This is an optimization exercise on Yosys and OpenROAD, whose aim is small area, a short achievable clock period and few clock cycles, not a production implementation.
In this exercise RTL edits were held to simulation tests only and were not proved equivalent to the original.
No activity file was given, so power comes from the tool's default toggle rates.

===== run.sh =====
#!/bin/bash
# synth_recipe.tcl (not shown) runs the flow's synth.tcl, then flattens the netlist and writes it again
# the make line also repeats each setting of config.mk as NAME=value (left out here)
make -C /OpenROAD-flow-scripts/flow DESIGN_CONFIG=/design/flow/config.mk WORK_HOME=/design/flow/orfs CLKGATE_MAP_FILE= SYNTH_SCRIPT=/design/flow/synth_recipe.tcl finish

===== config.mk =====
export PLATFORM = sky130hd
export DESIGN_NAME = shaper_bank
export DESIGN_NICKNAME = shaper_bank
export VERILOG_FILES = /design/flow/design.v
export SDC_FILE = /design/flow/constraint.sdc
export NUM_CORES = 4
export LEC_CHECK = 0
export CAP_MARGIN = 20
export CORE_MARGIN = 2
export CORE_UTILIZATION = 40
export SLEW_MARGIN = 20

===== constraint.sdc =====
create_clock -name core_clock -period 25.0 [get_ports {clk}]
set_input_delay 5.0000 -clock core_clock [delete_from_list [all_inputs] [get_ports {clk}]]
set_output_delay 5.0000 -clock core_clock [all_outputs]
set_load 0.01 [all_outputs]

===== design.v =====
module shaper_bank (
    input  wire        clk,
    input  wire        rst,
    input  wire        cmd_valid,
    output wire        cmd_ready,
    input  wire [1:0]  cmd_op,         
    input  wire [2:0]  cmd_idx,
    input  wire [31:0] cmd_time,
    input  wire [15:0] cmd_len,
    input  wire        cmd_tc7,
    input  wire        cmd_marked,
    input  wire        cmd_en,
    input  wire        cmd_reset_to,
    input  wire [7:0]  cmd_penalty,
    input  wire [7:0]  cmd_overhead,
    input  wire [23:0] cmd_alloc,
    input  wire [23:0] cmd_limit,
    input  wire [23:0] cmd_burst,
    output reg         resp_valid,
    output reg         resp_admitted,
    output reg         resp_in_profile,
    output reg         resp_held,
    output reg         resp_far,
    output reg  [29:0] resp_slot,
    output reg  [31:0] resp_peak,
    output reg  [31:0] resp_committed
);
    localparam NSH = 8;
    localparam CW  = 42;                   
    localparam AW  = 45;                   
    localparam signed [AW-1:0] FLOOR = -45'sd2147483648000;   
    localparam K_ZERO = 2'd0;              
    localparam K_ADM  = 2'd1;              
    localparam K_HOLD = 2'd2;              
    localparam K_READ = 2'd3;              
    localparam ND = 8;
    function integer hsteps(input integer s);    
        hsteps = (s == 0) ? 1 : 2;
    endfunction
    function integer rsteps(input integer s);    
        rsteps = (s == 0) ? 3 : 4;
    endfunction
    reg                 sh_vld     [0:NSH-1];
    reg                 sh_en      [0:NSH-1];
    reg [7:0]           sh_pen     [0:NSH-1];
    reg [7:0]           sh_ovh     [0:NSH-1];
    reg [23:0]          sh_aeff    [0:NSH-1];
    reg [23:0]          sh_limit   [0:NSH-1];
    reg [23:0]          sh_bsz     [0:NSH-1];    
    reg [31:0]          sh_t0      [0:NSH-1];
    reg [CW-1:0]        sh_pk      [0:NSH-1];
    reg [CW-1:0]        sh_ck      [0:NSH-1];
    reg         rdy;                      
    reg         a_v;
    reg [1:0]   a_op;
    reg [2:0]   a_idx;
    reg [7:0]   a_oh;                     
    reg [31:0]  a_time;
    reg [15:0]  a_len;
    reg         a_tc7, a_marked, a_en, a_rto;
    reg [7:0]   a_pen, a_ovh;
    reg [23:0]  a_alloc, a_limit, a_burst;
    assign cmd_ready = rdy;
    wire accept = cmd_valid & rdy;
    always @(posedge clk) begin
        if (rdy) begin
            a_op <= cmd_op; a_idx <= cmd_idx; a_oh <= 8'd1 << cmd_idx;
            a_time <= cmd_time; a_len <= cmd_len;
            a_tc7 <= cmd_tc7; a_marked <= cmd_marked; a_en <= cmd_en; a_rto <= cmd_reset_to;
            a_pen <= cmd_penalty; a_ovh <= cmd_overhead;
            a_alloc <= cmd_alloc; a_limit <= cmd_limit; a_burst <= cmd_burst;
        end
    end
    reg         s_vld, s_en0;
    reg [7:0]   s_pen, s_ovh;
    reg [23:0]  s_aeff, s_limit, s_bsz;
    reg [31:0]  s_t0;
    integer i;
    always @(*) begin
        s_vld = 1'b0; s_en0 = 1'b0; s_pen = 8'd0; s_ovh = 8'd0;
        s_aeff = 24'd0; s_limit = 24'd0; s_bsz = 24'd0; s_t0 = 32'd0;
        for (i = 0; i < NSH; i = i + 1) begin
            s_vld   = s_vld   | (a_oh[i] & sh_vld[i]);
            s_en0   = s_en0   | (a_oh[i] & sh_en[i]);
            s_pen   = s_pen   | ({8{a_oh[i]}}  & sh_pen[i]);
            s_ovh   = s_ovh   | ({8{a_oh[i]}}  & sh_ovh[i]);
            s_aeff  = s_aeff  | ({24{a_oh[i]}} & sh_aeff[i]);
            s_limit = s_limit | ({24{a_oh[i]}} & sh_limit[i]);
            s_bsz   = s_bsz   | ({24{a_oh[i]}} & sh_bsz[i]);
            s_t0    = s_t0    | ({32{a_oh[i]}} & sh_t0[i]);
        end
    end
    wire        s_en    = s_vld & s_en0;
    wire        a_cfg   = (a_op == 2'd1);
    wire        a_read  = a_op[1];
    wire        s_lnz   = s_vld & (s_limit != 24'd0);
    wire        s_refill = !a_cfg & s_lnz & (a_read | s_en);
    wire        s_upd   = (a_op == 2'd0) & s_en & s_lnz;
    wire [31:0] s_dt    = a_time - s_t0;
    wire        s_mp    = s_refill & (s_dt[31:8] != 24'd0);
    wire [23:0] c_bsz   = (a_burst[23:13] == 11'd0) ? 24'd8192 : a_burst;
    wire [23:0] c_aeff  = (a_limit != 24'd0 && a_alloc > a_limit) ? a_limit : a_alloc;
    wire [16:0] s_chg   = a_len + s_ovh + (a_marked ? {s_pen, 6'd0} : 14'd0);
    always @(posedge clk) begin
        for (i = 0; i < NSH; i = i + 1) begin
            if (rst)
                sh_vld[i] <= 1'b0;
            else if (rdy && a_v && a_oh[i] && a_cfg)
                sh_vld[i] <= 1'b1;
        end
    end
    always @(posedge clk) begin
        if (rdy && a_v) begin
            for (i = 0; i < NSH; i = i + 1) begin
                if (a_oh[i] && a_cfg) begin
                    sh_en[i]    <= a_en;
                    sh_pen[i]   <= a_pen;
                    sh_ovh[i]   <= a_ovh;
                    sh_aeff[i]  <= c_aeff;
                    sh_limit[i] <= a_limit;
                    sh_bsz[i]   <= c_bsz;
                end
                if (a_oh[i] && (a_cfg || s_upd))
                    sh_t0[i]    <= a_time;
            end
        end
    end
    reg         b_v;
    reg [1:0]   b_j;                      
    reg         b_first;
    reg [1:0]   b_kind;                   
    reg         b_cfg, b_upd, b_refill, b_tc7, b_zero, b_rto, b_anz, b_inp;
    reg [2:0]   b_idx;
    reg [31:0]  b_time;
    reg [23:0]  b_lim, b_aeff;
    reg [31:0]  b_dt;
    reg [23:0]  b_bsz;
    reg [16:0]  b_chg;
    always @(posedge clk) begin
        if (rst) begin
            rdy <= 1'b1;
            a_v <= 1'b0;
            b_v <= 1'b0;
        end else begin
            if (rdy) begin
                a_v <= accept;
                b_v <= a_v;
                rdy <= !(a_v && s_mp);
                b_j <= (a_v && s_mp) ? ((s_dt[31:16] != 16'd0) ? 2'd3 : 2'd1) : 2'd0;
                b_first <= 1'b1;
            end else begin
                rdy <= (b_j == 2'd1);
                b_j <= b_j - 2'd1;
                b_first <= 1'b0;
            end
        end
        if (rdy) begin
            b_kind   <= a_cfg ? K_ZERO : a_read ? K_READ : K_ADM;
            b_cfg    <= a_cfg;
            b_upd    <= s_upd;
            b_refill <= s_refill;
            b_tc7    <= a_tc7;
            b_zero   <= !s_vld;
            b_rto    <= a_rto;
            b_anz    <= (s_aeff != 24'd0);
            b_inp    <= s_en & (s_aeff != 24'd0);
            b_idx    <= a_idx;
            b_time   <= a_time;
            b_lim    <= s_limit;
            b_aeff   <= s_aeff;
            b_dt     <= s_dt;
            b_bsz    <= a_cfg ? c_bsz : s_bsz;
            b_chg    <= s_chg;
        end
    end
    wire [7:0]  b_chunk = b_dt[{b_j, 3'd0} +: 8];
    reg         m_v, m_first;
    reg [31:0]  m_pp, m_pc;
    reg [1:0]   m_kind;
    reg         m_cfg, m_upd, m_refill, m_tc7, m_zero, m_rto, m_anz, m_inp;
    reg [2:0]   m_idx;
    reg [7:0]   m_oh;
    reg [31:0]  m_time;
    reg [23:0]  m_lim;
    reg [33:0]  m_beff;
    reg [26:0]  m_chg;
    always @(posedge clk) begin
        if (rst) m_v <= 1'b0;
        else     m_v <= b_v && (rdy || b_j == 2'd0);
        m_first <= b_first;
        m_pp    <= b_lim  * b_chunk;
        m_pc    <= b_aeff * b_chunk;
        m_kind <= b_kind; m_cfg <= b_cfg; m_upd <= b_upd; m_refill <= b_refill;
        m_tc7 <= b_tc7; m_zero <= b_zero; m_rto <= b_rto; m_anz <= b_anz; m_inp <= b_inp;
        m_idx <= b_idx; m_oh <= 8'd1 << b_idx; m_time <= b_time; m_lim <= b_lim;
        m_beff <= {b_bsz, 10'd0} - {b_bsz, 4'd0} - {b_bsz, 3'd0};
        m_chg  <= {b_chg, 10'd0} - {b_chg, 4'd0} - {b_chg, 3'd0};
    end
    reg [42:0]  c_incp, c_incc;
    reg         c_ovp, c_ovc;
    wire [43:0] acc_p = {1'b0, (m_first ? 35'd0 : c_incp[34:0]), 8'd0} + {12'd0, m_pp};
    wire [43:0] acc_c = {1'b0, (m_first ? 35'd0 : c_incc[34:0]), 8'd0} + {12'd0, m_pc};
    wire        ov_p  = !m_first && (c_ovp || c_incp[42:35] != 8'd0);
    wire        ov_c  = !m_first && (c_ovc || c_incc[42:35] != 8'd0);
    reg [CW-1:0] m_rpk, m_rck;
    always @(*) begin
        m_rpk = {CW{1'b0}}; m_rck = {CW{1'b0}};
        for (i = 0; i < NSH; i = i + 1) begin
            m_rpk = m_rpk | ({CW{m_oh[i]}} & sh_pk[i]);
            m_rck = m_rck | ({CW{m_oh[i]}} & sh_ck[i]);
        end
    end
    reg         c_v;
    reg [1:0]   c_kind;
    reg         c_cfg, c_upd, c_refill, c_tc7, c_zero, c_rto, c_anz, c_inp;
    reg [2:0]   c_idx;
    reg [31:0]  c_time;
    reg [23:0]  c_lim;
    reg [33:0]  c_beff;
    reg [26:0]  c_chg;
    reg [CW-1:0] c_pk, c_ck;
    wire        c_wr;                     
    wire [CW-1:0] c_wpk, c_wck;           
    wire        fwd = c_wr && (c_idx == m_idx);
    always @(posedge clk) begin
        if (rst) c_v <= 1'b0;
        else     c_v <= m_v;
        c_incp <= acc_p[42:0];
        c_incc <= acc_c[42:0];
        c_ovp  <= ov_p | acc_p[43];
        c_ovc  <= ov_c | acc_c[43];
        c_pk   <= fwd ? c_wpk : m_rpk;
        c_ck   <= fwd ? c_wck : m_rck;
        c_kind <= m_kind; c_cfg <= m_cfg; c_upd <= m_upd; c_refill <= m_refill;
        c_tc7 <= m_tc7; c_zero <= m_zero; c_rto <= m_rto; c_anz <= m_anz; c_inp <= m_inp;
        c_idx <= m_idx; c_time <= m_time; c_lim <= m_lim; c_beff <= m_beff; c_chg <= m_chg;
    end
    wire [AW-1:0] incp = {2'b00, c_incp[42] | c_ovp, c_incp[41:0]};
    wire [AW-1:0] incc = {2'b00, c_incc[42] | c_ovc, c_incc[41:0]};
    wire [AW-1:0] beff = {11'd0, c_beff};
    wire [AW-1:0] chg  = {18'd0, c_chg};
    wire [AW-1:0] pk   = {{(AW-CW){c_pk[CW-1]}}, c_pk};
    wire [AW-1:0] ck   = {{(AW-CW){c_ck[CW-1]}}, c_ck};
    function [2*AW-1:0] csa(input [AW-1:0] x, input [AW-1:0] y, input [AW-1:0] z);
        csa = {x ^ y ^ z, ((x & y) | (x & z) | (y & z)) << 1};
    endfunction
    wire [2*AW-1:0] p_cs_s = csa(pk, incp, ~beff);
    wire [2*AW-1:0] p_cs_c = csa(pk, incp, ~chg);
    wire [2*AW-1:0] c_cs_s = csa(ck, incc, ~beff);
    wire [2*AW-1:0] c_cs_c = csa(ck, incc, ~chg);
    wire signed [AW-1:0] p_a1 = pk + incp;                                    
    wire signed [AW-1:0] p_e  = p_cs_s[2*AW-1:AW] + p_cs_s[AW-1:0];          
    wire signed [AW-1:0] p_a2 = p_cs_c[2*AW-1:AW] + p_cs_c[AW-1:0] + 1'b1;   
    wire signed [AW-1:0] c_a1 = ck + incc;
    wire signed [AW-1:0] c_e  = c_cs_s[2*AW-1:AW] + c_cs_s[AW-1:0];
    wire signed [AW-1:0] c_a2 = c_cs_c[2*AW-1:AW] + c_cs_c[AW-1:0] + 1'b1;
    wire [AW-1:0]        bmc  = beff - chg;
    wire p_sat = !p_e[AW-1];
    wire c_sat = !c_e[AW-1];
    wire [CW-1:0] p_r = !c_refill ? c_pk : p_sat ? beff[CW-1:0] : p_a1[CW-1:0];
    wire [CW-1:0] c_r = !c_refill ? c_ck : c_sat ? beff[CW-1:0] : c_a1[CW-1:0];
    wire hold  = c_upd & !p_sat & p_a1[AW-1] & !c_tc7;
    wire [CW-1:0] p_n = p_sat ? bmc[CW-1:0] : (p_a2 < FLOOR) ? FLOOR[CW-1:0] : p_a2[CW-1:0];
    wire [CW-1:0] c_n = c_sat ? bmc[CW-1:0] : (c_a2 < FLOOR) ? FLOOR[CW-1:0] : c_a2[CW-1:0];
    wire [CW-1:0] cfg_v = c_rto ? beff[CW-1:0] : {CW{1'b0}};
    wire inp_upd = c_anz & (c_sat | !c_a1[AW-1]);
    assign c_wr  = c_v && (c_cfg || c_upd);
    assign c_wpk = c_cfg ? cfg_v : hold ? p_r : p_n;
    assign c_wck = c_cfg ? cfg_v : hold ? c_r : c_n;
    always @(posedge clk) begin
        for (i = 0; i < NSH; i = i + 1) begin
            if (c_wr && c_idx == i) begin
                sh_pk[i] <= c_wpk;
                sh_ck[i] <= c_wck;
            end
        end
    end
    reg         d_v;
    reg [1:0]   d_kind;
    reg         d_inp, d_zero;
    reg [CW-1:0] d_p, d_c;
    reg [23:0]  d_lim;
    reg [31:0]  d_time;
    always @(posedge clk) begin
        if (rst) d_v <= 1'b0;
        else     d_v <= c_v;
        d_kind <= hold ? K_HOLD : c_kind;
        d_inp  <= c_upd ? inp_upd : c_inp;
        d_zero <= c_zero;
        d_p    <= p_r;
        d_c    <= c_r;
        d_lim  <= c_lim;
        d_time <= c_time;
    end
    wire [40:0] h_y   = ~d_p[40:0];
    wire        h_far = (h_y[40:15] >= {2'b00, d_lim});
    wire        r_np  = !d_zero & d_p[CW-1];
    wire        r_nc  = !d_zero & d_c[CW-1];
    wire [40:0] r_yp  = d_zero ? 41'd0 : (d_p[40:0] ^ {41{r_np}});
    wire [40:0] r_yc  = d_zero ? 41'd0 : (d_c[40:0] ^ {41{r_nc}});
    genvar s;
    generate
        for (s = 0; s < ND; s = s + 1) begin : dv
            wire        in_v;
            wire [1:0]  in_kind;
            wire        in_inp, in_far, in_np, in_nc;
            wire [23:0] in_hrem, in_lim;
            wire [14:0] in_hq;
            wire [31:0] in_time;
            wire [6:0]  in_rp, in_rc;
            wire [30:0] in_qp, in_qc;
            reg         v;
            reg [1:0]   kind;
            reg         inp, far, np, nc;
            reg [23:0]  hrem, lim;
            reg [14:0]  hq;
            reg [31:0]  time_;
            reg [6:0]   rp, rc;
            reg [30:0]  qp, qc;
            reg [23:0]  t_hrem;  reg [14:0] t_hq;  reg [24:0] t_h;  reg [25:0] t_hd;
            reg [6:0]   t_rp, t_rc;  reg [30:0] t_qp, t_qc;  reg [7:0] t_r;  reg [8:0] t_rd;
            integer k;
            always @(*) begin
                t_hrem = in_hrem; t_hq = in_hq;
                for (k = 0; k < hsteps(s); k = k + 1) begin
                    t_h = {t_hrem, t_hq[14]};
                    t_hd = {1'b0, t_h} - {2'b00, in_lim};
                    t_hq = {t_hq[13:0], !t_hd[25]};
                    t_hrem = t_hd[25] ? t_h[23:0] : t_hd[23:0];
                end
                t_rp = in_rp; t_qp = in_qp;
                for (k = 0; k < rsteps(s); k = k + 1) begin
                    t_r = {t_rp, t_qp[30]};
                    t_rd = {1'b0, t_r} - 9'd125;
                    t_qp = {t_qp[29:0], !t_rd[8]};
                    t_rp = t_rd[8] ? t_r[6:0] : t_rd[6:0];
                end
                t_rc = in_rc; t_qc = in_qc;
                for (k = 0; k < rsteps(s); k = k + 1) begin
                    t_r = {t_rc, t_qc[30]};
                    t_rd = {1'b0, t_r} - 9'd125;
                    t_qc = {t_qc[29:0], !t_rd[8]};
                    t_rc = t_rd[8] ? t_r[6:0] : t_rd[6:0];
                end
            end
            always @(posedge clk) begin
                if (rst) v <= 1'b0;
                else     v <= in_v;
                kind <= in_kind; inp <= in_inp; far <= in_far; np <= in_np; nc <= in_nc;
                lim <= in_lim; time_ <= in_time;
                hrem <= t_hrem; hq <= t_hq;
                rp <= t_rp; qp <= t_qp; rc <= t_rc; qc <= t_qc;
            end
            if (s == 0) begin : first
                assign in_v = d_v; assign in_kind = d_kind; assign in_inp = d_inp;
                assign in_far = h_far; assign in_np = r_np; assign in_nc = r_nc;
                assign in_hrem = h_y[38:15]; assign in_hq = h_y[14:0];
                assign in_lim = d_lim; assign in_time = d_time;
                assign in_rp = r_yp[40:34]; assign in_qp = r_yp[33:3];
                assign in_rc = r_yc[40:34]; assign in_qc = r_yc[33:3];
            end else begin : next
                assign in_v = dv[s-1].v; assign in_kind = dv[s-1].kind; assign in_inp = dv[s-1].inp;
                assign in_far = dv[s-1].far; assign in_np = dv[s-1].np; assign in_nc = dv[s-1].nc;
                assign in_hrem = dv[s-1].hrem; assign in_hq = dv[s-1].hq;
                assign in_lim = dv[s-1].lim; assign in_time = dv[s-1].time_;
                assign in_rp = dv[s-1].rp; assign in_qp = dv[s-1].qp;
                assign in_rc = dv[s-1].rc; assign in_qc = dv[s-1].qc;
            end
        end
    endgenerate
    wire [1:0]  f_kind = dv[ND-1].kind;
    wire [14:0] f_q    = dv[ND-1].hq;
    wire [31:0] f_time = dv[ND-1].time_;
    wire        f_far  = dv[ND-1].far | (f_q >= 15'd32760);
    wire [32:0] f_ne   = {1'b0, f_time} + {18'd0, f_q} + 33'd8;
    wire [29:0] f_slot = f_far ? ({1'b0, f_time[31:3]} + 30'd4095) : f_ne[32:3];
    wire [31:0] f_pk   = {1'b0, dv[ND-1].qp} ^ {32{dv[ND-1].np}};
    wire [31:0] f_ck   = {1'b0, dv[ND-1].qc} ^ {32{dv[ND-1].nc}};
    always @(posedge clk) begin
        if (rst) resp_valid <= 1'b0;
        else     resp_valid <= dv[ND-1].v;
        resp_admitted   <= (f_kind == K_ADM);
        resp_in_profile <= (f_kind == K_ADM) & dv[ND-1].inp;
        resp_held       <= (f_kind == K_HOLD);
        resp_far        <= (f_kind == K_HOLD) & f_far;
        resp_slot       <= (f_kind == K_HOLD) ? f_slot : 30'd0;
        resp_peak       <= (f_kind == K_READ) ? f_pk : 32'd0;
        resp_committed  <= (f_kind == K_READ) ? f_ck : 32'd0;
    end
endmodule

==> flow_metrics.tcl, run 1 <==
set metrics [dict create \
    status "complete, no violations" \
    die_h_um 692 \
    die_w_um 692 \
    ys_types 131 \
    die_area_sq_um 478000 \
    synth_top_flop_cell "dfxtp_1" \
    clk_pin_slew_ns 0.06 \
    power_density_nw_per_um2 135 \
    slew_viol_final 0 \
    whs_path_depth 0 \
    peakVddDrop_uv 125 \
    area_delta_synth_final_pct 12.7 \
    p_sw_mw 11.3 \
    clockBufferDepth 4 \
    clkPwrFrac_pct 22.1 \
    slowest_stage "clkinv_1" \
    hold_start "dv[3].time_[26]$_DFF_P_" \
    core_area_sq_um 471000 \
    start_util_pct 40.1 \
    reg2reg_from "dv[1].lim[1]$_DFF_P_" \
    synth_seq_cells 4071 \
    num_rows 252 \
    power_frac_seq_pct 29.9 \
    grtUsageTotal_pct 21.0 \
    cts_hold_buf 0 \
    leakage_nw 83.5 \
    layout_commonest_cell "dfxtp_1" \
    async_flop_share_pct 0 \
    cts_setup_buffers 0 \
    yosysWarnings 11 \
    cts_made_buffers 411 \
    synth-edff-count 1962 \
    path_class "reg2reg" \
    hold_viol_final 0 \
    cts_tree "built" \
    hold_end "dv[4].time_[26]$_DFF_P_" \
    period_share_pct 37.4 \
    cts_sinks 4071 \
    grt_max_degree 79 \
    cts_max_level 5 \
    swShare_pct 39.1 \
    drive_gt1_share_pct 7.61 \
    critical_path.startpoint_type "flip-flop" \
    required_ns 25.83 \
    via_count 127000 \
    grt_pass1_vias 125000 \
    endpoint_kind "flip-flop" \
    layout_common_cells "dfxtp_1, edfxtp_1, inv_1, ha_1, nor2_1" \
    fillers 43200 \
    period_minus_slack_ns 9.36 \
    crit_fanout 25 \
    fin_tns_setup_ns 0 \
    max_cap_viol_count 0 \
    dr.pass1.iters 8 \
    crit_family "compound AO/OA/AOI/OAI gates" \
    cts_resized 0 \
    hold_path.class "reg2reg" \
    ant_nets 0 \
    drc_errors 0 \
    path_buf_inv 6 \
    antenna_found_initial 51 \
    cpMostUsedCell "o21ai_0" \
    gp_congestion 0.986 \
    seq_area_sq_um 101000 \
    holdWs_ns 0.290 \
    slew_headroom_pct 10.6 \
    drt_iter0_markers 10300 \
    worst-r2r-cell-count 31 \
    arrival_ns 10.19 \
    ys_seq_area_share_pct 53.5 \
    syn-cell-area_sq_um 189000 \
    p_int_mw 17.6 \
    grt.overflow.total 0 \
    tightestPinTransition_ns 1.34 \
    fin_worst_skew_ns 0.0956 \
    cts-root-buf "clkbuf_16" \
    multiInputGateArea_sq_um 80500 \
    synth_nets 18300 \
    max_stage_delay_ns 0.67 \
    setup_violations 0 \
    io_pins 248 \
    avgViaCountPerCell 5.41 \
    reg2reg_slack_ns 15.64 \
    numPortBuffers 247 \
    fmax_mhz 107 \
    syn_inst 16700 \
    wirelength_um 516000 \
    grt_pass1_wl_um 776000 \
    hpwl_um 368000 \
    post_synth.cell_area_avg_sq_um 11.4 \
    insertion_delay_ns 1.04 \
    grt_setup_unrepaired "no" \
    timing.rr.end "dv[2].hrem[3]$_DFF_P_" \
    drt-wirelength-per-cell_um 21.9 \
    layout.nets 18600 \
    combinationalPowerShare_pct 48.0 \
]
[power groups by stage]
| stage | combinational [mW] | sequential (mW) | clock [mW] |
|---|---|---|---|
| 2_1_floorplan | 10.5 | 8.40 | 0 |
| 3_3_place_gp | 13.5 | 8.77 | 0 |
| 3_5_place_dp | 13.6 | 8.77 | 0 |
| 4_1_cts | 13.7 | 8.64 | 6.50 |
| 5_1_grt | 15.5 | 8.68 | 6.76 |
| 6_report | 13.8 | 8.63 | 6.37 |
[worst max-delay path by stage]
stage | slack (ns) | end | startpoint | cells after the start
final | 15.64 | dv[2].hrem[3]$_DFF_P_ | dv[1].lim[1]$_DFF_P_ | 31
after global routing | 14.77 | dv[2].hrem[3]$_DFF_P_ | dv[1].lim[1]$_DFF_P_ | 31
after CTS | 15.72 | dv[2].hrem[3]$_DFF_P_ | dv[1].lim[1]$_DFF_P_ | 31
after detailed placement | 15.81 | dv[2].hrem[15]$_DFF_P_ | dv[1].lim[1]$_DFF_P_ | 31
after global placement | 15.70 | dv[2].hrem[19]$_DFF_P_ | dv[1].lim[1]$_DFF_P_ | 31
after floorplan | 12.64 | cmd_ready | rdy$_SDFF_PP1_ | 0
[sequential cells by signal (all words and copies together), names as in the netlist, 42 cells and up]
| register | count |
|---|---|
| c_ck | 42 |
| c_incc | 43 |
| c_incp | 43 |
| c_pk | 42 |
| d_p | 42 |
| dv.hq | 120 |
| dv.hrem | 168 |
| dv.lim | 168 |
| dv.qc | 248 |
| dv.qp | 248 |
| dv.rc | 49 |
| dv.rp | 49 |
| dv.time_ | 256 |
| sh_aeff | 192 |
| sh_bsz | 192 |
| sh_ck | 336 |
| sh_limit | 192 |
| sh_ovh | 64 |
| sh_pen | 64 |
| sh_pk | 336 |
| sh_t0 | 256 |
[cell usage after synthesis (119+ instances only)]
| master | number | share of area (%) |
|---|---|---|
| a21o_1 | 269 | 1.1 |
| a21oi_1 | 771 | 2.0 |
| a221oi_1 | 157 | 0.73 |
| a22o_1 | 119 | 0.55 |
| a22oi_1 | 637 | 2.5 |
| a31oi_1 | 187 | 0.62 |
| and2_1 | 348 | 1.2 |
| clkbuf_1 | 420 | 0.83 |
| dfxtp_1 | 2109 | 22 |
| edfxtp_1 | 1962 | 31 |
| fa_1 | 427 | 4.5 |
| ha_1 | 1075 | 7.1 |
| inv_1 | 1471 | 2.9 |
| mux2_2 | 210 | 1.3 |
| nand2_1 | 894 | 1.8 |
| nand2b_1 | 140 | 0.46 |
| nand3_1 | 216 | 0.57 |
| nand4_1 | 236 | 0.78 |
| nor2_1 | 1044 | 2.1 |
| nor2b_1 | 161 | 0.53 |
| nor3_1 | 241 | 0.64 |
| o21a_1 | 223 | 0.89 |
| o21ai_0 | 628 | 1.7 |
| o21bai_1 | 124 | 0.49 |
| xnor2_1 | 720 | 3.3 |
| xor2_1 | 256 | 1.2 |
[layer usage]
metal / vias up / track usage [%] / part of all wire, %
met5: - / 0 / 0.028
met4: 22 / 7.82 / 4.2
met3: 940 / 3.12 / 6.1
met2: 3736 / 34.3 / 46
met1: 62100 / 28.1 / 44
li1: 60500 / - / -
[per-stage QoR]
stage / total power, mW / instances / cell area [sq um] / setup WS (ns) / utilization [%]
4_1_cts: 28.9 / 23500 / 213000 / 15.72 / 45.2
3_3_place_gp: 22.3 / 22800 / 199000 / 15.70 / 42.2
5_1_grt: 30.9 / 23500 / 213000 / 14.77 / 45.2
2_1_floorplan: 18.9 / 16700 / 189000 / 12.64 / -
3_5_place_dp: 22.4 / 22800 / 199000 / 15.81 / 42.2
6_report: 28.8 / 23500 / 213000 / 15.64 / 45.2
[final cells by class]
cell class                      count  area share (%)
Antenna cell                       12          0.0141
Clock buffer                      530            5.36
Clock inverter                    231            1.29
Inverter                         1483            2.61
Multi-Input combinational cell  10600            37.8
Sequential cell                  4071            47.5
Tap cell                         6223            3.65
Timing Repair Buffer              423            1.79
[cells by family (layout without fill, tap and decap cells)]
kind of cell / after synthesis / in the layout / synth area share [%]
buffers and inverters: 2022 / 2667 / 4.05
and+or+nand+nor: 3809 / 3809 / 10.0
muxes: 339 / 339 / 2.00
adders and majority gates: 1502 / 1502 / 11.6
xor gates and xnor gates: 977 / 977 / 4.53
DFF: 4071 / 4071 / 53.5
AOI/OAI and AO/OA: 3932 / 3932 / 14.3
other: 0 / 12 / 0
Testbench counts, summed over its fixed seeds: cycles 32,231.
==> run 2: changes to the inputs <==
--- a/design.v
+++ b/design.v
@@ -34,8 +34,8 @@
     localparam K_HOLD = 2'd2;              
     localparam K_READ = 2'd3;              
     localparam ND = 8;
-    function integer hsteps(input integer s);    
-        hsteps = (s == 0) ? 1 : 2;
+    function [53:0] csa27(input [26:0] x, input [26:0] y, input [26:0] z);
+        csa27 = {x ^ y ^ z, ((x & y) | (x & z) | (y & z)) << 1};
     endfunction
     function integer rsteps(input integer s);    
         rsteps = (s == 0) ? 3 : 4;
@@ -154,6 +154,11 @@
                 b_first <= 1'b0;
             end
         end
+        if (rdy)
+            b_dt <= !(a_v && s_mp) ? {s_dt[7:0], 24'd0} :
+                    (s_dt[31:16] != 16'd0) ? s_dt : {s_dt[15:0], 16'd0};
+        else
+            b_dt <= {b_dt[23:0], 8'd0};
         if (rdy) begin
             b_kind   <= a_cfg ? K_ZERO : a_read ? K_READ : K_ADM;
             b_cfg    <= a_cfg;
@@ -168,14 +173,36 @@
             b_time   <= a_time;
             b_lim    <= s_limit;
             b_aeff   <= s_aeff;
-            b_dt     <= s_dt;
             b_bsz    <= a_cfg ? c_bsz : s_bsz;
             b_chg    <= s_chg;
         end
     end
-    wire [7:0]  b_chunk = b_dt[{b_j, 3'd0} +: 8];
+    wire [7:0]  b_chunk = b_dt[31:24];
+    function [65:0] csmul(input [23:0] a, input [7:0] m);
+        reg [32:0] r0, r1, r2, r3, r4, r5, r6, r7;
+        reg [32:0] s1, c1, s2, c2, s3, c3, s4, c4, s5, c5, s6, c6;
+        begin
+            r0 = {9'd0, a & {24{m[0]}}};
+            r1 = {8'd0, a & {24{m[1]}}, 1'd0};
+            r2 = {7'd0, a & {24{m[2]}}, 2'd0};
+            r3 = {6'd0, a & {24{m[3]}}, 3'd0};
+            r4 = {5'd0, a & {24{m[4]}}, 4'd0};
+            r5 = {4'd0, a & {24{m[5]}}, 5'd0};
+            r6 = {3'd0, a & {24{m[6]}}, 6'd0};
+            r7 = {2'd0, a & {24{m[7]}}, 7'd0};
+            s1 = r0 ^ r1 ^ r2;  c1 = ((r0 & r1) | (r0 & r2) | (r1 & r2)) << 1;
+            s2 = r3 ^ r4 ^ r5;  c2 = ((r3 & r4) | (r3 & r5) | (r4 & r5)) << 1;
+            s3 = s1 ^ c1 ^ s2;  c3 = ((s1 & c1) | (s1 & s2) | (c1 & s2)) << 1;
+            s4 = c2 ^ r6 ^ r7;  c4 = ((c2 & r6) | (c2 & r7) | (r6 & r7)) << 1;
+            s5 = s3 ^ c3 ^ s4;  c5 = ((s3 & c3) | (s3 & s4) | (c3 & s4)) << 1;
+            s6 = s5 ^ c5 ^ c4;  c6 = ((s5 & c5) | (s5 & c4) | (c5 & c4)) << 1;
+            csmul = {s6, c6};
+        end
+    endfunction
+    wire [65:0] mul_p = csmul(b_lim,  b_chunk);
+    wire [65:0] mul_c = csmul(b_aeff, b_chunk);
     reg         m_v, m_first;
-    reg [31:0]  m_pp, m_pc;
+    reg [31:0]  m_pps, m_ppc, m_pcs, m_pcc;
     reg [1:0]   m_kind;
     reg         m_cfg, m_upd, m_refill, m_tc7, m_zero, m_rto, m_anz, m_inp;
     reg [2:0]   m_idx;
@@ -188,8 +215,10 @@
         if (rst) m_v <= 1'b0;
         else     m_v <= b_v && (rdy || b_j == 2'd0);
         m_first <= b_first;
-        m_pp    <= b_lim  * b_chunk;
-        m_pc    <= b_aeff * b_chunk;
+        m_pps   <= mul_p[64:33];
+        m_ppc   <= mul_p[31:0];
+        m_pcs   <= mul_c[64:33];
+        m_pcc   <= mul_c[31:0];
         m_kind <= b_kind; m_cfg <= b_cfg; m_upd <= b_upd; m_refill <= b_refill;
         m_tc7 <= b_tc7; m_zero <= b_zero; m_rto <= b_rto; m_anz <= b_anz; m_inp <= b_inp;
         m_idx <= b_idx; m_oh <= 8'd1 << b_idx; m_time <= b_time; m_lim <= b_lim;
@@ -198,8 +227,8 @@
     end
     reg [42:0]  c_incp, c_incc;
     reg         c_ovp, c_ovc;
-    wire [43:0] acc_p = {1'b0, (m_first ? 35'd0 : c_incp[34:0]), 8'd0} + {12'd0, m_pp};
-    wire [43:0] acc_c = {1'b0, (m_first ? 35'd0 : c_incc[34:0]), 8'd0} + {12'd0, m_pc};
+    wire [43:0] acc_p = {1'b0, (m_first ? 35'd0 : c_incp[34:0]), 8'd0} + {12'd0, m_pps} + {12'd0, m_ppc};
+    wire [43:0] acc_c = {1'b0, (m_first ? 35'd0 : c_incc[34:0]), 8'd0} + {12'd0, m_pcs} + {12'd0, m_pcc};
     wire        ov_p  = !m_first && (c_ovp || c_incp[42:35] != 8'd0);
     wire        ov_c  = !m_first && (c_ovc || c_incc[42:35] != 8'd0);
     reg [CW-1:0] m_rpk, m_rck;
@@ -298,35 +327,46 @@
     wire        r_nc  = !d_zero & d_c[CW-1];
     wire [40:0] r_yp  = d_zero ? 41'd0 : (d_p[40:0] ^ {41{r_np}});
     wire [40:0] r_yc  = d_zero ? 41'd0 : (d_c[40:0] ^ {41{r_nc}});
+    localparam XW = 95;
     genvar s;
     generate
         for (s = 0; s < ND; s = s + 1) begin : dv
             wire        in_v;
             wire [1:0]  in_kind;
             wire        in_inp, in_far, in_np, in_nc;
-            wire [23:0] in_hrem, in_lim;
-            wire [14:0] in_hq;
-            wire [31:0] in_time;
-            wire [6:0]  in_rp, in_rc;
-            wire [30:0] in_qp, in_qc;
+            wire [XW-1:0] in_x;
             reg         v;
             reg [1:0]   kind;
             reg         inp, far, np, nc;
-            reg [23:0]  hrem, lim;
-            reg [14:0]  hq;
-            reg [31:0]  time_;
-            reg [6:0]   rp, rc;
-            reg [30:0]  qp, qc;
+            reg [XW-1:0] x;
+            wire [23:0] in_hrem = in_x[23:0];
+            wire [14:0] in_hq   = in_x[38:24];
+            wire [23:0] in_lim  = in_x[62:39];
+            wire [31:0] in_time = in_x[94:63];
+            wire [6:0]  in_rp   = in_x[6:0];
+            wire [30:0] in_qp   = in_x[37:7];
+            wire [6:0]  in_rc   = in_x[44:38];
+            wire [30:0] in_qc   = in_x[75:45];
             reg [23:0]  t_hrem;  reg [14:0] t_hq;  reg [24:0] t_h;  reg [25:0] t_hd;
+            reg [25:0]  t_h4;  reg [26:0] t_d1, t_d2, t_d3;  reg [53:0] t_cs;
             reg [6:0]   t_rp, t_rc;  reg [30:0] t_qp, t_qc;  reg [7:0] t_r;  reg [8:0] t_rd;
             integer k;
             always @(*) begin
                 t_hrem = in_hrem; t_hq = in_hq;
-                for (k = 0; k < hsteps(s); k = k + 1) begin
+                if (s == 0) begin
                     t_h = {t_hrem, t_hq[14]};
                     t_hd = {1'b0, t_h} - {2'b00, in_lim};
                     t_hq = {t_hq[13:0], !t_hd[25]};
                     t_hrem = t_hd[25] ? t_h[23:0] : t_hd[23:0];
+                end else begin
+                    t_h4 = {t_hrem, t_hq[14:13]};
+                    t_d1 = {1'b0, t_h4} - {3'b000, in_lim};
+                    t_d2 = {1'b0, t_h4} - {2'b00, in_lim, 1'b0};
+                    t_cs = csa27({1'b0, t_h4}, ~{3'b000, in_lim}, ~{2'b00, in_lim, 1'b0});
+                    t_d3 = t_cs[53:27] + t_cs[26:0] + 27'd2;
+                    t_hq = {t_hq[12:0], !t_d3[26] | !t_d2[26], !t_d3[26] | (t_d2[26] & !t_d1[26])};
+                    t_hrem = !t_d3[26] ? t_d3[23:0] : !t_d2[26] ? t_d2[23:0] :
+                             !t_d1[26] ? t_d1[23:0] : t_h4[23:0];
                 end
                 t_rp = in_rp; t_qp = in_qp;
                 for (k = 0; k < rsteps(s); k = k + 1) begin
@@ -347,35 +387,32 @@
                 if (rst) v <= 1'b0;
                 else     v <= in_v;
                 kind <= in_kind; inp <= in_inp; far <= in_far; np <= in_np; nc <= in_nc;
-                lim <= in_lim; time_ <= in_time;
-                hrem <= t_hrem; hq <= t_hq;
-                rp <= t_rp; qp <= t_qp; rc <= t_rc; qc <= t_qc;
+                if (in_kind == K_READ)
+                    x <= {in_x[94:76], t_qc, t_rc, t_qp, t_rp};
+                else
+                    x <= {in_time, in_lim, t_hq, t_hrem};
             end
             if (s == 0) begin : first
                 assign in_v = d_v; assign in_kind = d_kind; assign in_inp = d_inp;
                 assign in_far = h_far; assign in_np = r_np; assign in_nc = r_nc;
-                assign in_hrem = h_y[38:15]; assign in_hq = h_y[14:0];
-                assign in_lim = d_lim; assign in_time = d_time;
-                assign in_rp = r_yp[40:34]; assign in_qp = r_yp[33:3];
-                assign in_rc = r_yc[40:34]; assign in_qc = r_yc[33:3];
+                assign in_x = (d_kind == K_READ) ?
+                              {d_time[31:13], r_yc[33:3], r_yc[40:34], r_yp[33:3], r_yp[40:34]} :
+                              {d_time, d_lim, h_y[14:0], h_y[38:15]};
             end else begin : next
                 assign in_v = dv[s-1].v; assign in_kind = dv[s-1].kind; assign in_inp = dv[s-1].inp;
                 assign in_far = dv[s-1].far; assign in_np = dv[s-1].np; assign in_nc = dv[s-1].nc;
-                assign in_hrem = dv[s-1].hrem; assign in_hq = dv[s-1].hq;
-                assign in_lim = dv[s-1].lim; assign in_time = dv[s-1].time_;
-                assign in_rp = dv[s-1].rp; assign in_qp = dv[s-1].qp;
-                assign in_rc = dv[s-1].rc; assign in_qc = dv[s-1].qc;
+                assign in_x = dv[s-1].x;
             end
         end
     endgenerate
     wire [1:0]  f_kind = dv[ND-1].kind;
-    wire [14:0] f_q    = dv[ND-1].hq;
-    wire [31:0] f_time = dv[ND-1].time_;
+    wire [14:0] f_q    = dv[ND-1].x[38:24];
+    wire [31:0] f_time = dv[ND-1].x[94:63];
     wire        f_far  = dv[ND-1].far | (f_q >= 15'd32760);
     wire [32:0] f_ne   = {1'b0, f_time} + {18'd0, f_q} + 33'd8;
     wire [29:0] f_slot = f_far ? ({1'b0, f_time[31:3]} + 30'd4095) : f_ne[32:3];
-    wire [31:0] f_pk   = {1'b0, dv[ND-1].qp} ^ {32{dv[ND-1].np}};
-    wire [31:0] f_ck   = {1'b0, dv[ND-1].qc} ^ {32{dv[ND-1].nc}};
+    wire [31:0] f_pk   = {1'b0, dv[ND-1].x[37:7]} ^ {32{dv[ND-1].np}};
+    wire [31:0] f_ck   = {1'b0, dv[ND-1].x[75:45]} ^ {32{dv[ND-1].nc}};
     always @(posedge clk) begin
         if (rst) resp_valid <= 1'b0;
         else     resp_valid <= dv[ND-1].v;
--- a/config.mk
+++ b/config.mk
@@ -7,5 +7,5 @@
 export LEC_CHECK = 0
 export CAP_MARGIN = 20
 export CORE_MARGIN = 2
-export CORE_UTILIZATION = 40
+export CORE_UTILIZATION = 55
 export SLEW_MARGIN = 20
==> run 2 against run 1 <==
Net effect: largest cell class is now multi-input gates; first-iteration DRC count grew 39%; critical endpoint is now dv[6].x[3]$_DFF_P_; critical path depth is 7 lower; cell count up 2.8%; via count is 16% higher; largest power group unchanged.
==> flow_metrics.tcl, run 2 <==
set metrics [dict create \
    path_class "reg2reg" \
    cts_resized 0 \
    fillers 30000 \
    die_h_um 604 \
    yosys-top-cells-area "edfxtp_1, dfxtp_1, ha_1" \
    arrival_ns 7.98 \
    insertion_delay_ns 0.99 \
    syn_inst 19000 \
    avgViaCountPerCell 6.12 \
    peakVddDrop_uv 126 \
    cts_sinks 3564 \
    power_mw 34.2 \
    synth_area_leader_cell "edfxtp_1" \
    critical_path.startpoint_type "flip-flop" \
    period_minus_slack_ns 7.18 \
    clockBufferDepth 4 \
    required_ns 25.80 \
    seq_area_sq_um 90700 \
    async_flop_share_pct 0 \
    clk_pin_slew_ns 0.06 \
    numPortBuffers 247 \
    die_area_sq_um 365000 \
    ys_seq_area_share_pct 45.7 \
    cts_hold_buf 0 \
    hold_viol_final 0 \
    dr.pass1.iters 8 \
    cts_max_level 5 \
    yosysWarnings 11 \
    grtUsageTotal_pct 33.6 \
    synth_top_flop_cell "edfxtp_1" \
    largestRegisters "dv.x (747), sh_ck (336), sh_pk (336)" \
    slew_headroom_pct 12.1 \
    wirelength_um 626000 \
    ant_nets 0 \
    synth-edff-count 1930 \
    multiInputGateArea_sq_um 99500 \
    grt.overflow.total 0 \
    grt_pass1_vias 143000 \
    slew_viol_final 0 \
    via_count 148000 \
    synth_seq_cells 3564 \
    top_register "dv.x" \
    hold_path.class "reg2reg" \
    period_share_pct 28.7 \
    endpoint_kind "flip-flop" \
    cts_tree "built" \
    layout_commonest_cell "edfxtp_1" \
    holdWs_ns 0.290 \
    max_cap_viol_count 0 \
    antenna_found_initial 39 \
    ys_types 123 \
    gp_congestion 1.01 \
    area_delta_synth_final_pct 10.4 \
    start_util_pct 55.2 \
    core_area_sq_um 359000 \
    power_density_nw_per_um2 156 \
    grt_max_degree 86 \
    layout_common_cells "edfxtp_1, dfxtp_1, nand2_1, inv_1, ha_1" \
    grt_pass1_wl_um 924000 \
    synth_nets 21100 \
    cts-root-buf "clkbuf_16" \
    leakage_nw 86.9 \
    cts_setup_buffers 0 \
    yosys-top-cells-count "edfxtp_1, dfxtp_1, nand2_1" \
    grt_setup_unrepaired "no" \
    fmax_mhz 139 \
    drt_iter0_markers 14300 \
    num_rows 220 \
    drc_errors 0 \
    synth.most_common_cell "edfxtp_1" \
    tightestPinTransition_ns 1.32 \
    setup_violations 0 \
    io_pins 248 \
    fin_worst_skew_ns 0.0850 \
    largest_reg_flops 747 \
    layout.nets 21200 \
    drt-wirelength-per-cell_um 25.9 \
    status "complete, no violations" \
    fin_tns_setup_ns 0 \
    stdcell_count 24200 \
    hpwl_um 463000 \
    die_w_um 604 \
    synth.top_cell.area_share_pct 29.2 \
    dp_cells 23500 \
    cts_made_buffers 371 \
    syn-cell-area_sq_um 198000 \
    crit_fanout 12 \
    post_synth.cell_area_avg_sq_um 10.4 \
    drive_gt1_share_pct 6.08 \
]
## run 2: cell types whose count changed in the layout (fill, tap and decap cells not counted), sizes merged, moves of 216 or more
| cell | before | now |
|---|---|---|
| fa | 427 | 643 |
| a21oi | 784 | 1035 |
| ha | 1075 | 1375 |
| o21ai | 659 | 1013 |
| nand2 | 895 | 1507 |
| dfxtp | 2109 | 1634 |
## run 2: worst paths after layout
path,cells past startpoint,to,startpoint,slack (ns)
max,24,dv[6].x[3]$_DFF_P_,dv[5].x[0]$_DFF_P_,17.82
min,0,c_incp[0]$_DFF_P_,m_pps[0]$_DFF_P_,0.29
max reg2reg,24,dv[6].x[3]$_DFF_P_,dv[5].x[0]$_DFF_P_,17.82
min reg2reg,0,c_incp[0]$_DFF_P_,m_pps[0]$_DFF_P_,0.29
## run 2: worst max-delay path, stage by stage (launching register included)
cell and delay, ns:
dfxtp_1 0.64, inv_1 0.25, ha_1 0.38, nand2b_1 0.22, o21a_1 0.30, xnor2_1 0.34
ha_1 0.51, a21oi_1 0.09, nor4b_1 0.19, nor2_1 0.49, xnor2_1 0.25, ha_1 0.32
nor2_1 0.11, o41ai_1 0.08, a2111oi_1 0.64, o211ai_1 0.20, a21oi_2 0.32, a21oi_4 0.15
xnor2_1 0.20, ha_1 0.26, nor3_1 0.41, a31oi_4 0.22, o21a_1 0.23, nor3_1 0.17
a31oi_1 0.05
## run 2: layer usage
metal  global-route usage [%]  vias to the layer above  wire length, um
li1                         -                    69000                -
met1                     43.9                    72300           259000
met2                     54.7                     5466           289000
met3                     4.17                     1244            39600
met4                     17.8                       20            38600
met5                        0                        -              122
## run 2: through the flow
stage / instance area [sq um] / utilization, % / worst slack (ns)
2_1_floorplan: 198000 / - / 13.26
3_3_place_gp: 206000 / 57.3 / 18.08
3_5_place_dp: 206000 / 57.3 / 17.97
4_1_cts: 219000 / 60.9 / 17.77
5_1_grt: 219000 / 60.9 / 17.22
6_report: 219000 / 60.9 / 17.82
## run 2: final cells by class
class / count / area share, %
Antenna cell: 47 / 0.0538
Clock buffer: 513 / 4.82
Clock inverter: 181 / 1.06
Inverter: 1457 / 2.50
Multi-Input combinational cell: 13200 / 45.5
Sequential cell: 3564 / 41.5
Tap cell: 4773 / 2.73
Timing Repair Buffer: 464 / 1.89
## run 2: power by group
group / leakage (nW) / switching (mW) / total, mW / internal (mW)
sequential: 31.6 / 1.12 / 8.43 / 7.31
combinational: 49.0 / 12.1 / 20.0 / 7.94
clock: 6.22 / 2.41 / 5.78 / 3.37
total: 86.9 / 15.6 / 34.2 / 18.6
## run 2: cells by family (layout without fill, tap and decap cells)
family                     count (synthesis)  after routing  synth area share [%]
AOI/OAI and AO/OA                       5051           5051                  17.2
and+or+nand+nor                         4857           4857                  11.9
DFF                                     3564           3564                  45.7
buffers and inverters                   2212           2615                  4.24
adders and majority gates               2018           2018                  15.2
xor gates and xnor gates                1039           1039                  4.60
muxes                                    234            234                  1.24
other                                      0             47                     0
Testbench counts of run 2, summed over its fixed seeds: cycles 32,231.
==> run 3: changes to the inputs <==
--- a/design.v
+++ b/design.v
@@ -33,12 +33,15 @@
     localparam K_ADM  = 2'd1;              
     localparam K_HOLD = 2'd2;              
     localparam K_READ = 2'd3;              
-    localparam ND = 8;
+    localparam ND = 11;
+    function integer hr4(input integer s);
+        hr4 = (s >= 1 && s <= 4);
+    endfunction
     function [53:0] csa27(input [26:0] x, input [26:0] y, input [26:0] z);
         csa27 = {x ^ y ^ z, ((x & y) | (x & z) | (y & z)) << 1};
     endfunction
     function integer rsteps(input integer s);    
-        rsteps = (s == 0) ? 3 : 4;
+        rsteps = (s == 0) ? 1 : 3;
     endfunction
     reg                 sh_vld     [0:NSH-1];
     reg                 sh_en      [0:NSH-1];
@@ -60,8 +63,9 @@
     reg         a_tc7, a_marked, a_en, a_rto;
     reg [7:0]   a_pen, a_ovh;
     reg [23:0]  a_alloc, a_limit, a_burst;
-    assign cmd_ready = rdy;
-    wire accept = cmd_valid & rdy;
+    reg         rdy_o;                    
+    assign cmd_ready = rdy_o;
+    wire accept = cmd_valid & rdy_o;
     always @(posedge clk) begin
         if (rdy) begin
             a_op <= cmd_op; a_idx <= cmd_idx; a_oh <= 8'd1 << cmd_idx;
@@ -139,6 +143,7 @@
     always @(posedge clk) begin
         if (rst) begin
             rdy <= 1'b1;
+            rdy_o <= 1'b0;
             a_v <= 1'b0;
             b_v <= 1'b0;
         end else begin
@@ -146,10 +151,12 @@
                 a_v <= accept;
                 b_v <= a_v;
                 rdy <= !(a_v && s_mp);
+                rdy_o <= !(a_v && s_mp);
                 b_j <= (a_v && s_mp) ? ((s_dt[31:16] != 16'd0) ? 2'd3 : 2'd1) : 2'd0;
                 b_first <= 1'b1;
             end else begin
                 rdy <= (b_j == 2'd1);
+                rdy_o <= (b_j == 2'd1);
                 b_j <= b_j - 2'd1;
                 b_first <= 1'b0;
             end
@@ -250,7 +257,11 @@
     reg [CW-1:0] c_pk, c_ck;
     wire        c_wr;                     
     wire [CW-1:0] c_wpk, c_wck;           
-    wire        fwd = c_wr && (c_idx == m_idx);
+    reg         w_wr;                     
+    reg [2:0]   w_idx;
+    reg [CW-1:0] w_pk, w_ck;
+    wire        fwd  = c_wr && (c_idx == m_idx);
+    wire        fwdw = w_wr && (w_idx == m_idx);
     always @(posedge clk) begin
         if (rst) c_v <= 1'b0;
         else     c_v <= m_v;
@@ -258,8 +269,8 @@
         c_incc <= acc_c[42:0];
         c_ovp  <= ov_p | acc_p[43];
         c_ovc  <= ov_c | acc_c[43];
-        c_pk   <= fwd ? c_wpk : m_rpk;
-        c_ck   <= fwd ? c_wck : m_rck;
+        c_pk   <= fwd ? c_wpk : fwdw ? w_pk : m_rpk;
+        c_ck   <= fwd ? c_wck : fwdw ? w_ck : m_rck;
         c_kind <= m_kind; c_cfg <= m_cfg; c_upd <= m_upd; c_refill <= m_refill;
         c_tc7 <= m_tc7; c_zero <= m_zero; c_rto <= m_rto; c_anz <= m_anz; c_inp <= m_inp;
         c_idx <= m_idx; c_time <= m_time; c_lim <= m_lim; c_beff <= m_beff; c_chg <= m_chg;
@@ -297,10 +308,15 @@
     assign c_wpk = c_cfg ? cfg_v : hold ? p_r : p_n;
     assign c_wck = c_cfg ? cfg_v : hold ? c_r : c_n;
     always @(posedge clk) begin
+        if (rst) w_wr <= 1'b0;
+        else     w_wr <= c_wr;
+        w_idx <= c_idx;
+        w_pk  <= c_wpk;
+        w_ck  <= c_wck;
         for (i = 0; i < NSH; i = i + 1) begin
-            if (c_wr && c_idx == i) begin
-                sh_pk[i] <= c_wpk;
-                sh_ck[i] <= c_wck;
+            if (w_wr && w_idx == i) begin
+                sh_pk[i] <= w_pk;
+                sh_ck[i] <= w_ck;
             end
         end
     end
@@ -353,7 +369,7 @@
             integer k;
             always @(*) begin
                 t_hrem = in_hrem; t_hq = in_hq;
-                if (s == 0) begin
+                if (!hr4(s)) begin
                     t_h = {t_hrem, t_hq[14]};
                     t_hd = {1'b0, t_h} - {2'b00, in_lim};
                     t_hq = {t_hq[13:0], !t_hd[25]};
==> run 3 against run 2 <==
Net effect: still clean on timing, DRC and antenna; flip-flop and latch count rose by 395; area after synthesis grew 1.7%; die area increased by 1.7%; combinational power shrank about 20%; register-to-register slack better by 0.60 ns.
==> flow_metrics.tcl, run 3 <==
set metrics [dict create \
    clk_pin_slew_ns 0.06 \
    power_density_nw_per_um2 142 \
    fmax_mhz 144 \
    cts_tree "built" \
    layout_commonest_cell "dfxtp_1" \
    ant_nets 0 \
    hold_path.class "reg2reg" \
    grt_pass1_wl_um 968000 \
    yosysWarnings 11 \
    yosys-top-cells-area "edfxtp_1, dfxtp_1, ha_1" \
    numPortBuffers 247 \
    period_minus_slack_ns 6.94 \
    wirelength_um 667000 \
    cts_resized 0 \
    fin_worst_skew_ns 0.104 \
    drt-wirelength-per-cell_um 27.1 \
    antenna_found_initial 61 \
    synth.top_cell.area_share_pct 28.7 \
    path_class "reg2out" \
    period_share_pct 27.8 \
    synth-edff-count 1930 \
    hpwl_um 503000 \
    async_flop_share_pct 0 \
    drive_gt1_share_pct 6.41 \
    hold_viol_final 0 \
    largest_reg_flops 1032 \
    via_count 149000 \
    fin_tns_setup_ns 0 \
    endpoint_kind "output port" \
    io_pins 248 \
    critical_path.startpoint_type "flip-flop" \
    cts_hold_buf 0 \
    insertion_delay_ns 1.02 \
    top_register "dv.x" \
    clockBufferDepth 4 \
    slowest_stage "clkdlybuf4s50_1" \
    max_cap_viol_count 0 \
    status "complete, no violations" \
    grtUsageTotal_pct 35.2 \
    cts-root-buf "clkbuf_16" \
    slew_headroom_pct 12.1 \
    final_design_area_no_fill_sq_um 224000 \
    avgViaCountPerCell 6.06 \
    synth.most_common_cell "dfxtp_1" \
    start_util_pct 55.2 \
    die_h_um 609 \
    area_delta_synth_final_pct 11.1 \
    synth_nets 21100 \
    crit_family "buffers and inverters" \
    cp_cell_sequence "clkdlybuf4s50_1" \
    layout_common_cells "dfxtp_1, edfxtp_1, nand2_1, inv_1, ha_1" \
    num_rows 222 \
    seq_area_sq_um 98600 \
    largestRegisters "dv.x (1032), sh_ck (336), sh_pk (336)" \
    cts_setup_buffers 0 \
    timing.final.ws_setup_ns 18.06 \
    peakVddDrop_uv 115 \
    cts_made_buffers 410 \
    grt_pass1_vias 144000 \
    path_buf_inv 1 \
    multiInputGateArea_sq_um 95000 \
    synth_area_leader_cell "edfxtp_1" \
    grt_max_degree 110 \
    leakage_nw 89.1 \
    max_stage_delay_ns 0.57 \
    arrival_ns 1.94 \
    tightestPinTransition_ns 1.32 \
    gp_congestion 1.06 \
    cts_sinks 3959 \
    layout.nets 21300 \
    synth_seq_cells 3959 \
    ys_types 118 \
    drt_iter0_markers 13500 \
    syn_inst 19200 \
    drc_errors 0 \
    cts_max_level 5 \
    yosys-top-cells-count "dfxtp_1, edfxtp_1, nand2_1" \
    syn-cell-area_sq_um 202000 \
    post_synth.cell_area_avg_sq_um 10.5 \
    placedInstanceArea_sq_um 210000 \
    post-place-ws_ns 18.56 \
    crit_fanout 2 \
    die_area_sq_um 371000 \
    synth_top_flop_cell "dfxtp_1" \
    grt_setup_unrepaired "no" \
    ys_seq_area_share_pct 48.9 \
    dr.pass1.iters 6 \
    setup_violations 0 \
    core_area_sq_um 365000 \
    grt.overflow.total 0 \
    slew_viol_final 0 \
    die_w_um 609 \
    required_ns 20.00 \
    fillers 30300 \
]
-- run 3: cell types whose count changed in the layout (fill, tap and decap cells not counted), moves of 41 or more --
| cell | previous run | this run |
|---|---|---|
| a22oi_1 | 658 | 601 |
| fa_1 | 643 | 573 |
| o21ai_0 | 973 | 1076 |
| a211oi_1 | 198 | 156 |
| clkinv_2 | 44 | 85 |
| nor2_1 | 1207 | 1151 |
| diode_2 | 47 | 89 |
| clkbuf_16 | 380 | 421 |
| ha_1 | 1375 | 1233 |
| nor3_1 | 282 | 221 |
| a21oi_1 | 1021 | 1143 |
| nand2_1 | 1495 | 1799 |
| a31oi_1 | 209 | 151 |
| dfxtp_1 | 1616 | 2011 |
-- run 3: metrics by stage --
| step | power, mW | utilization (%) | hold slack, ns | instances |
|---|---|---|---|---|
| final | 31.8 | 61.3 | 0.296 | 24600 |
| after CTS | 31.5 | 61.2 | 0.312 | 24500 |
| after global routing | 33.7 | 61.3 | 0.312 | 24600 |
| after global placement | 25.1 | 57.4 | 0.310 | 23700 |
| after floorplan | 20.0 | - | 0.310 | 19200 |
| after detailed placement | 25.1 | 57.4 | 0.312 | 23700 |
-- run 3: logic make-up (layout without fill, tap and decap cells) --
family | Yosys count | after routing | synth area share (%)
buffers and inverters | 2228 | 2742 | 4.18
other | 0 | 89 | 0
xor gates and xnor gates | 1012 | 1012 | 4.40
and+or+nand+nor | 4908 | 4908 | 11.5
AOI/OAI and AO/OA | 5025 | 5025 | 16.4
DFF | 3959 | 3959 | 48.9
muxes | 244 | 244 | 1.27
adders and majority gates | 1806 | 1806 | 13.3
-- run 3: per-layer routing --
metal | GRT usage (%) | share of wire, %
met3 | 5.08 | 6.4
met2 | 57.3 | 46
met4 | 25.1 | 8.3
met1 | 43.1 | 39
met5 | 0 | 0.029
-- run 3: worst paths after layout --
path	slack (ns)	from	end	cells after the start
hold / removal	0.30	dv[0].inp$_DFF_P_	dv[1].inp$_DFF_P_	0
setup reg to reg	18.42	dv[2].x[40]$_DFF_P_	dv[3].x[0]$_DFF_P_	18
hold reg to reg	0.30	dv[0].inp$_DFF_P_	dv[1].inp$_DFF_P_	0
setup / recovery	18.06	rdy_o$_SDFF_PP0_	cmd_ready	1
-- run 3: area by class of cell --
type | count | share of cell area [%]
flip-flops and latches | 3959 | 44.0
diodes | 89 | 0.0994
repair buffers | 490 | 1.97
well taps | 4816 | 2.69
inverters | 1483 | 2.48
multi-input cells | 13000 | 42.4
clock inverters | 236 | 1.23
clock buffers | 533 | 5.10
-- run 3: power breakdown --
| group | internal (mW) | total (mW) | switching (mW) |
|---|---|---|---|
| combinational | 6.30 | 16.1 | 9.81 |
| sequential | 7.89 | 9.31 | 1.42 |
| clock | 3.63 | 6.34 | 2.71 |
| total | 17.8 | 31.8 | 13.9 |
Testbench counts of run 3, summed over its fixed seeds: cycles 32,255.
==> run 4: changes to the inputs <==
--- a/config.mk
+++ b/config.mk
@@ -8,4 +8,6 @@
 export CAP_MARGIN = 20
 export CORE_MARGIN = 2
 export CORE_UTILIZATION = 55
+export CTS_CLUSTER_DIAMETER = 70
+export CTS_CLUSTER_SIZE = 30
 export SLEW_MARGIN = 20
==> run 4 against run 3 <==
Net effect: still clean; worst setup slack lost 0.025 ns; via count fell by 1.2%; clock power is 27% lower.
==> flow_metrics.tcl, run 4 <==
set metrics [dict create \
    status "complete, no violations" \
    post_synth.cell_area_avg_sq_um 10.5 \
    avgViaCountPerCell 6.08 \
    fillers 30800 \
    cts_resized 0 \
    max_stage_delay_ns 0.57 \
    path_class "reg2out" \
    cp_cell_sequence "clkdlybuf4s50_1" \
    drt-wirelength-per-cell_um 27.3 \
    dr.pass1.iters 8 \
    cts_made_buffers 230 \
    synth.top_cell.area_share_pct 28.7 \
    largestRegisters "dv.x (1032), sh_ck (336), sh_pk (336)" \
    cts-root-buf "clkbuf_16" \
    start_util_pct 55.2 \
    cts_hold_buf 0 \
    top_register "dv.x" \
    layout_common_cells "dfxtp_1, edfxtp_1, nand2_1, inv_1, ha_1" \
    insertion_delay_ns 1.03 \
    drive_gt1_share_pct 5.13 \
    clk_pin_slew_ns 0.11 \
    placedInstanceArea_sq_um 210000 \
    reg2reg_slack_ns 18.33 \
    post-route-util_pct 59.9 \
    via_count 147000 \
    cts_setup_buffers 0 \
    drt_iter0_markers 14400 \
    layout.nets 21100 \
    hpwl_um 503000 \
    die_h_um 609 \
    grt_pass1_wl_um 959000 \
    cts_max_level 4 \
    leakage_nw 86.5 \
    slowest_stage "clkdlybuf4s50_1" \
    required_ns 20.00 \
    num_rows 222 \
    ys_types 118 \
    period_minus_slack_ns 6.97 \
    largest_reg_flops 1032 \
    numPortBuffers 247 \
    seq_area_sq_um 98600 \
    crit_family "buffers and inverters" \
    endpoint_kind "output port" \
    power_density_nw_per_um2 137 \
    dp_cells 23700 \
    slew_viol_final 0 \
    clockBufferDepth 4 \
    grt_max_degree 110 \
    arrival_ns 1.97 \
    holdWs_ns 0.324 \
    io_pins 248 \
    max_cap_viol_count 0 \
    yosys-top-cells-area "edfxtp_1, dfxtp_1, ha_1" \
    synth.most_common_cell "dfxtp_1" \
    final_design_area_no_fill_sq_um 219000 \
    ant_nets 0 \
    yosys-top-cells-count "dfxtp_1, edfxtp_1, nand2_1" \
    crit_fanout 2 \
    area_delta_synth_final_pct 8.50 \
    period_share_pct 27.9 \
    die_area_sq_um 371000 \
    syn-cell-area_sq_um 202000 \
    yosysWarnings 11 \
    synth_seq_cells 3959 \
    async_flop_share_pct 0 \
    setup_violations 0 \
    grt_setup_unrepaired "no" \
    cts_sinks 3959 \
    multiInputGateArea_sq_um 95000 \
    slew_headroom_pct 5.42 \
    gp_congestion 1.06 \
    fmax_mhz 144 \
    synth-edff-count 1930 \
    critical_path.startpoint_type "flip-flop" \
    hold_viol_final 0 \
    stdcell_count 24300 \
    path_buf_inv 1 \
    grtUsageTotal_pct 34.9 \
    synth_top_flop_cell "dfxtp_1" \
    synth_area_leader_cell "edfxtp_1" \
    ys_seq_area_share_pct 48.9 \
    synth_nets 21100 \
    fin_worst_skew_ns 0.0895 \
    grt_pass1_vias 142000 \
    tightestPinTransition_ns 1.42 \
    peakVddDrop_uv 113 \
    fin_tns_setup_ns 0 \
    antenna_found_initial 60 \
    layout_commonest_cell "dfxtp_1" \
    drc_errors 0 \
    core_area_sq_um 365000 \
    die_w_um 609 \
    hold_path.class "reg2reg" \
    cts_tree "built" \
    syn_inst 19200 \
    grt.overflow.total 0 \
    wirelength_um 662000 \
]
-- run 4: cell counts after synthesis --
No cell type changed its count.
-- run 4: routing by layer --
layer	wire length, um	track usage, %
met5	213	0
met4	54200	24.3
met3	42400	4.88
met2	308000	57.0
met1	258000	42.9
-- run 4: final timing paths --
check | from | to | depth (start not counted)
hold reg to reg | c_time[19]$_DFF_P_ | d_time[19]$_DFF_P_ | 0
setup / recovery | rdy_o$_SDFF_PP0_ | cmd_ready | 1
hold / removal | c_time[19]$_DFF_P_ | d_time[19]$_DFF_P_ | 0
setup reg to reg | dv[2].x[40]$_DFF_P_ | dv[3].x[0]$_DFF_P_ | 18
-- run 4: cell type report --
| cell class | count | area share (%) |
|---|---|---|
| Multi-Input combinational cell | 13000 | 43.4 |
| Tap cell | 4816 | 2.75 |
| Antenna cell | 84 | 0.0961 |
| Sequential cell | 3959 | 45.1 |
| Clock inverter | 168 | 1.32 |
| Timing Repair Buffer | 492 | 2.01 |
| Inverter | 1483 | 2.54 |
| Clock buffer | 260 | 2.75 |
-- run 4: cell families after synthesis --
logic type / after synthesis / share of synthesized area [%]
AO/OA/AOI/OAI: 5025 / 16.4
XOR/XNOR: 1012 / 4.40
adder cells (fa/ha/maj): 1806 / 13.3
buffers and inverters: 2228 / 4.18
flip-flops: 3959 / 48.9
multiplexers: 244 / 1.27
AND/OR/NAND/NOR: 4908 / 11.5
-- run 4: metrics by stage --
step                      total power [mW]  setup slack, ns
final                                 30.0            18.03
after global placement                25.1            18.56
after floorplan                       20.0            14.47
after global routing                  32.0            17.98
after detailed placement              25.1            18.56
after CTS                             29.8            17.92
-- run 4: where the power goes --
group          switching (mW)  total, mW  internal, mW  leakage [nW]
Combinational            9.79       16.1          6.30          47.3
Clock                    2.61       4.63          2.02          4.23
Sequential               1.41       9.29          7.88          34.9

==> afterwards: timing with drivers on the ports <==
No port has a modelled driver above. Below, the same layouts with a new extraction and two added sets of constraints.
Step 1, drivers: a clkbuf_16 drives clk and a buf_2 each remaining input, both assumed.
Step 2 also shifts input and output timing later by t, the mid clock arrival at the registers, as if the neighbouring blocks saw the same clock.
a / b / c = no drivers / after step 1 / after step 2; a / b = the first two.
run	shift t [ns]	setup WS [ns]	hold WS [ns]	worst register clock-pin slew, ns	pins driven straight from the clock port
run 1	1.103	15.641 / 15.641 / 15.641	0.290 / 0.290 / 0.290	0.07 / 0.07	1
run 2	1.070	17.818 / 17.744 / 17.818	0.290 / 0.290 / 0.290	0.07 / 0.07	1
run 3	1.109	18.057 / 17.929 / 18.416	0.296 / 0.296 / 0.296	0.07 / 0.07	1
run 4	1.115	18.033 / 17.903 / 18.331	0.324 / 0.324 / 0.324	0.11 / 0.11	1
After both steps setup and hold are still met in every run listed.
